What follows belongs to an exercise in optimizing a design on an open flow for small area and a short achievable clock period; a production flow would make more cautious choices. The RTL was checked by simulation tests, not by an equivalence proof against the original design.

## cerxa_core
module cerxa_core (
    input  wire        clk,
    input  wire        rst,
    output wire [15:0] imem_addr,
    output wire        imem_en,
    input  wire [23:0] imem_rdata,
    output wire        dmem_re,
    output wire        dmem_we,
    output wire [17:0] dmem_addr,
    output wire [7:0]  dmem_wdata,
    input  wire [7:0]  dmem_rdata,
    output wire        io_re,
    output wire        io_we,
    output wire [15:0] io_addr,
    output wire [7:0]  io_wdata,
    input  wire [7:0]  io_rdata
);
Size: roughly 3800 cells after synthesis, roughly 0.026 mm² of cells after synthesis.
export LEC_CHECK = 0
export ABC_AREA = 1
export CAP_MARGIN = 20
export CORE_MARGIN = 2
export CORE_UTILIZATION = 50
export CTS_BUF_LIST = sky130_fd_sc_hd__clkbuf_8
export CTS_CLUSTER_DIAMETER = 80
export CTS_CLUSTER_SIZE = 12
export PLACE_DENSITY = 0.62
export SLEW_MARGIN = 20
create_clock -name core_clock -period 14.0 [get_ports {clk}]
standard.sh (not shown) runs the stock make flow with config.mk's settings and CLKGATE_MAP_FILE= SYNTH_SCRIPT=/design/flow/synth_recipe.tcl, a recipe that flattens the netlist after the stock synthesis.
==> flow/flow/run.sh <==
#!/bin/bash
set -euo pipefail
bash standard.sh BUFFER_PORTS_ARGS="-buffer_cell sky130_fd_sc_hd__buf_2" SETUP_SLACK_MARGIN=7.7 finish > standard_flow.log 2>&1
The baseline went through all stages and came out clean.
Next try:
==> flow/flow/run.sh (replaced) <==
#!/bin/bash
set -euo pipefail
bash standard.sh BUFFER_PORTS_ARGS="-buffer_cell sky130_fd_sc_hd__buf_2" SETUP_SLACK_MARGIN=8.3 finish > standard_flow.log 2>&1
Maximum frequency goes up by a few percent.
Area after synthesis does not change.
Via count goes up by a few percent.
Wire length went up by a few percent.
First-iteration DRC count went up by a quarter to a third.
Cell count came out higher by a few percent.
Sequential share of layout area fell by 1.8 points.
Hold slack gets better by 21 ps.
Non-clock buffer count increases by 99.
Global-route usage came out higher by 1.1 points.


cerxa_core again, from the RTL that the note above started with.
==> flow/config.mk <==
export PLATFORM = sky130hd
export DESIGN_NAME = cerxa_core
export DESIGN_NICKNAME = cerxa_core
export VERILOG_FILES = /design/flow/design.v
export SDC_FILE = /design/flow/constraint.sdc
export NUM_CORES = 4
export LEC_CHECK = 0
export ABC_AREA = 1
export CAP_MARGIN = 20
export CORE_MARGIN = 2
export CORE_UTILIZATION = 50
export CTS_BUF_LIST = sky130_fd_sc_hd__clkbuf_8
export PLACE_DENSITY = 0.62
export SLEW_MARGIN = 20
==> flow/constraint.sdc <==
create_clock -name core_clock -period 14.0 [get_ports {clk}]
set_input_delay 2.8000 -clock core_clock [delete_from_list [all_inputs] [get_ports {clk}]]
set_output_delay 2.8000 -clock core_clock [all_outputs]
set_load 0.01 [all_outputs]
==> flow/flow/run.sh <==
#!/bin/bash
set -euo pipefail
bash standard.sh BUFFER_PORTS_ARGS="-buffer_cell sky130_fd_sc_hd__buf_2" SETUP_SLACK_MARGIN=7 finish > standard_flow.log 2>&1
Next try:
==> flow/flow/run.sh (replaced) <==
#!/bin/bash
set -euo pipefail
bash standard.sh BUFFER_PORTS_ARGS="-buffer_cell sky130_fd_sc_hd__buf_2" SETUP_SLACK_MARGIN=8 finish > standard_flow.log 2>&1
After rerunning: The changed run finished clean; die area is unchanged; critical path depth increases by 4; first-iteration DRC count drops by a few percent; via count climbs slightly; maximum frequency goes up by roughly a tenth; area after synthesis is unchanged; setup slack improved by 0.68 ns; final cell count rose slightly; clock skew is higher by 0.020 ns.
Next try:
==> flow/flow/run.sh (replaced) <==
#!/bin/bash
set -euo pipefail
bash standard.sh BUFFER_PORTS_ARGS="-buffer_cell sky130_fd_sc_hd__buf_2" SETUP_SLACK_MARGIN=7.7 finish > standard_flow.log 2>&1
Synthesized area does not change.
Final cell count goes down by 1.2%.
Clock skew came out higher by 0.0085 ns.
Flip-flop and latch count stays the same.


== the previous run ==
Starting RTL as in the previous note.
export LEC_CHECK = 0
export ABC_AREA = 1
export CAP_MARGIN = 20
export CORE_MARGIN = 2
export CORE_UTILIZATION = 50
export CTS_BUF_LIST = sky130_fd_sc_hd__clkbuf_8
export CTS_CLUSTER_DIAMETER = 80
export CTS_CLUSTER_SIZE = 12
export PLACE_DENSITY = 0.62
export SLEW_MARGIN = 20
create_clock -name core_clock -period 14.0 [get_ports {clk}]
==> flow/flow/run.sh <==
#!/bin/bash
set -euo pipefail
bash standard.sh BUFFER_PORTS_ARGS="-buffer_cell sky130_fd_sc_hd__buf_2" SETUP_SLACK_MARGIN=8 finish > standard_flow.log 2>&1
For the current run, these inputs were changed with respect to the previous run:
- clearing CTS_CLUSTER_DIAMETER, which used to be 80
- clearing CTS_CLUSTER_SIZE, which used to be 12
==> flow/flow/run.sh <==
#!/bin/bash
set -euo pipefail
bash standard.sh BUFFER_PORTS_ARGS="-buffer_cell sky130_fd_sc_hd__buf_2" SETUP_SLACK_MARGIN=7.5 finish > standard_flow.log 2>&1
### Flow results
Standard cell area after detailed placement: the previous run vs the current run — no meaningful difference. Summary of the current run over the previous run: number of buffers and inverters on the critical path +1, multi-input gate share of total cell area -1.1 points, number of filler cells placed in the layout -0.42%, clock buffer instance count of the final layout +39. The current run gives less combined global-route utilization of all metal layers than the previous run did. Looking at wire length after detailed routing across the previous run and the current run, the one that comes out lower is the current run. Between the previous run and the current run, the global-route track usage on met2 is lower for the current run. Reported for the previous run and the current run, layout sequential cell count turned out identical to the last digit.

[re-timing with driven ports]
The results above use ideal ports. As a check the final layouts listed here were re-extracted and re-timed, cells and wires unchanged.
Step 1 sets driving cells, clkbuf_16 on the clock port and buf_2 on the other inputs (assumed; they add their load-dependent delay and slew).
Step 2 adds t to the input delays and takes it off the output delays; t is the mean of the earliest and latest rising clock arrival at the registers after step 1. Input paths then give back, and output paths get back, about the clock's delay inside the block.
a / b / c = no drivers / after step 1 / after step 2; a / b = the first two.
run | t, ns | slack for setup (ns) | worst register clock-pin slew, ns
the first run of note 1 | 0.694 | 7.707 / 7.645 / 7.645 | 0.10 / 0.10
the second run of note 1 | 0.709 | 7.945 / 7.811 / 7.811 | 0.10 / 0.10
the first run of note 2 | 0.762 | 7.300 / 7.238 / 7.342 | 0.07 / 0.07
the second run of note 2 | 0.724 | 7.979 / 7.917 / 7.947 | 0.07 / 0.07
the third run of note 2 | 0.747 | 7.739 / 7.676 / 7.676 | 0.08 / 0.08
the previous run | 0.706 | 7.985 / 7.920 / 7.952 | 0.10 / 0.10
the current run | 0.711 | 7.613 / 7.613 / 7.613 | 0.07 / 0.07
After both steps every run listed still meets setup and hold. The setup slack of the second run of note 1, which loses most, moves by -0.134 ns with the drivers and by -0.134 ns with both steps.
